This is an optimization exercise on Yosys and OpenROAD, whose aim is small area, a short achievable clock period and few clock cycles per item, not a production implementation.
Only simulation tests tie the RTL to the original design; equivalence was not proved.

## cl_exit_check
module cl_exit_check (
    input  wire        clk,
    input  wire        rst,           
    input  wire        in_valid,
    output wire        in_ready,
    input  wire [63:0] in_data,
    input  wire [7:0]  in_lane,
    input  wire        in_last,
    input  wire [2:0]  in_nbytes,     
    input  wire [31:0] in_crc,        
    input  wire [25:0] in_handle,     
    output reg         res_valid,
    input  wire        res_ready,
    output reg  [1:0]  res_status,    
    output reg  [2:0]  res_kind,
    output reg  [15:0] res_word,
    output reg  [7:0]  res_expected,
    output reg  [7:0]  res_found,
    output reg  [25:0] res_handle,
    input  wire [1:0]  stat_clr,      
    output reg         rec_valid,
    output reg         rec_lost,
    output reg  [2:0]  rec_kind,
    output reg  [25:0] rec_desc,
    output reg  [15:0] rec_word,
    output reg  [7:0]  rec_expected,
    output reg  [7:0]  rec_found,
    output reg  [15:0] cnt_residue,
    output reg  [15:0] cnt_crc,
    output reg  [15:0] cnt_poison
);
Settings: LEC_CHECK=0, CAP_MARGIN=30, CORE_MARGIN=2, CORE_UTILIZATION=45, CTS_CLUSTER_DIAMETER=100, CTS_CLUSTER_SIZE=20, SLEW_MARGIN=30; clock period 17.0 ns.
standard.sh (not shown) runs the stock make flow with config.mk's settings and CLKGATE_MAP_FILE= SYNTH_SCRIPT=/design/flow/synth_recipe.tcl, a recipe that flattens the netlist after the stock synthesis.
==> flow/flow/run.sh <==
#!/bin/bash
# The standard layout (the standard.sh, unchanged), with three changes to
# how it is made: plain buf_1 cells as the port buffers; no three-input XOR
# cells (flow/dont_use.mk: the standard flow's config.mk plus these on DONT_USE_CELLS);
# and timing repair asked to keep a setup margin, so that it works on the
# paths that set the achieved period. All of make's output goes to
# standard.log; ORFS keeps each step's log under orfs/logs.
set -euo pipefail
export FLOW_CONFIG="${FLOW_CONFIG:-$PWD/config.mk}"
export BUFFER_PORTS_ARGS="-buffer_cell sky130_fd_sc_hd__buf_1"
export SETUP_SLACK_MARGIN=12.4
bash standard.sh DESIGN_CONFIG="$PWD/flow/dont_use.mk" finish > standard.log 2>&1
==> flow/flow/dont_use.mk <==
# The standard flow's settings (its config.mk, unchanged), plus cells that synthesis and
# timing repair may not use: the three-input XORs, whose area is more than
# that of two two-input XORs. The platform's own list is added after these.
include $(FLOW_CONFIG)
export DONT_USE_CELLS = sky130_fd_sc_hd__xnor3_1 sky130_fd_sc_hd__xnor3_2 sky130_fd_sc_hd__xnor3_4 sky130_fd_sc_hd__xor3_1 sky130_fd_sc_hd__xor3_2 sky130_fd_sc_hd__xor3_4
Testbench counts at the start, summed over its fixed seeds: cycles 88,600, words 88,462.
==> next run, changes <==
--- a/flow/flow/run.sh
+++ b/flow/flow/run.sh
@@ -9,4 +9,4 @@
 export FLOW_CONFIG="${FLOW_CONFIG:-$PWD/config.mk}"
 export BUFFER_PORTS_ARGS="-buffer_cell sky130_fd_sc_hd__buf_1"
-export SETUP_SLACK_MARGIN=12.4
+export SETUP_SLACK_MARGIN=12.5
 bash standard.sh DESIGN_CONFIG="$PWD/flow/dont_use.mk" finish > standard.log 2>&1
The changed run finished but failed the layout checks on max-capacitance violations, max-slew violations; design area rises by a few percent; non-clock buffer count grows by 79; clock skew barely changes; global-route usage increases by 0.35 points; clock-buffer cell count is unchanged; via count goes up slightly.
==> next run, changes <==
==> flow/flow/run.sh (replaced) <==
#!/bin/bash
# The standard layout (the standard.sh, unchanged), with two changes to
# how it is made: plain buf_1 cells as the port buffers, and timing repair
# asked to keep a setup margin, so that it works on the paths that set the
# achieved period. All of make's output goes to standard.log; ORFS keeps each
# step's log under orfs/logs.
set -euo pipefail
export BUFFER_PORTS_ARGS="-buffer_cell sky130_fd_sc_hd__buf_1"
export SETUP_SLACK_MARGIN=12.4
bash standard.sh > standard.log 2>&1
Settings changed: CORE_UTILIZATION 45 to 40, CTS_CLUSTER_DIAMETER 100 to unset, CTS_CLUSTER_SIZE 20 to unset.
removed: flow/flow/dont_use.mk
After rerunning: The changed run finished with timing, DRC and antenna clean. Design area increases by 5.2%. Die area rose by 19%. Setup slack gets better by 0.0094 ns. Final cell count is higher by 5.7%. Register-to-register slack gets worse by 0.11 ns. Synthesized area came out higher by 5.7%.
==> next run, changes <==
==> flow/flow/run.sh (replaced) <==
#!/bin/bash
# The standard layout (the standard.sh, unchanged), with three changes to
# how it is made: plain buf_1 cells as the port buffers; no three-input XOR
# cells (flow/dont_use.mk: the standard flow's config.mk plus these on DONT_USE_CELLS);
# and timing repair asked to keep a setup margin, so that it works on the
# paths that set the achieved period. All of make's output goes to
# standard.log; ORFS keeps each step's log under orfs/logs.
set -euo pipefail
export FLOW_CONFIG="${FLOW_CONFIG:-$PWD/config.mk}"
export BUFFER_PORTS_ARGS="-buffer_cell sky130_fd_sc_hd__buf_1"
export SETUP_SLACK_MARGIN=12.4
bash standard.sh DESIGN_CONFIG="$PWD/flow/dont_use.mk" finish > standard.log 2>&1
==> flow/flow/dont_use.mk (new file) <==
# The standard flow's settings (its config.mk, unchanged), plus cells that synthesis and
# timing repair may not use: the three-input XORs, whose area is more than
# that of two two-input XORs. The platform's own list is added after these.
include $(FLOW_CONFIG)
export DONT_USE_CELLS = sky130_fd_sc_hd__xnor3_1 sky130_fd_sc_hd__xnor3_2 sky130_fd_sc_hd__xnor3_4 sky130_fd_sc_hd__xor3_1 sky130_fd_sc_hd__xor3_2 sky130_fd_sc_hd__xor3_4
Settings changed: CORE_UTILIZATION 40 to 55, CTS_CLUSTER_DIAMETER set to 100, CTS_CLUSTER_SIZE set to 20, PLACE_DENSITY set to 0.65.
Outcome: Design area fell by about 12%; die area goes down by about 30%; core utilization went up by 14 points.

==> afterwards: timing with drivers on the ports <==
No port has a modelled driver above. Below, the same layouts with a new extraction and two added sets of constraints. Step 1: set_driving_cell puts a clkbuf_16 on clk and a buf_2 on each other input, an assumption about the parent block. Step 2 moves the port delays by t, midway between the first and last clock arrival at a register: inputs arrive t later, outputs are due t later. That takes back most of the time a late clock gives input paths. a / b / c = ideal ports / drivers / drivers and shift; a / b = the first two.
run	t, ns	setup WS [ns]	latest minus earliest clock arrival (ns)	slew at the worst register clock pin (ns)
the first run	0.654	12.351 / 12.291 / 12.000	0.022 / 0.022	0.09 / 0.09
the second run	0.649	12.345 / 12.287 / 11.993	0.024 / 0.024	0.09 / 0.09
the third run	0.649	12.355 / 12.339 / 11.983	0.031 / 0.031	0.07 / 0.07
the fourth run	0.633	12.323 / 12.323 / 12.042	0.026 / 0.026	0.09 / 0.09
The setup slack of the third run, which loses most, moves by -0.016 ns with the drivers and by -0.372 ns with both steps.
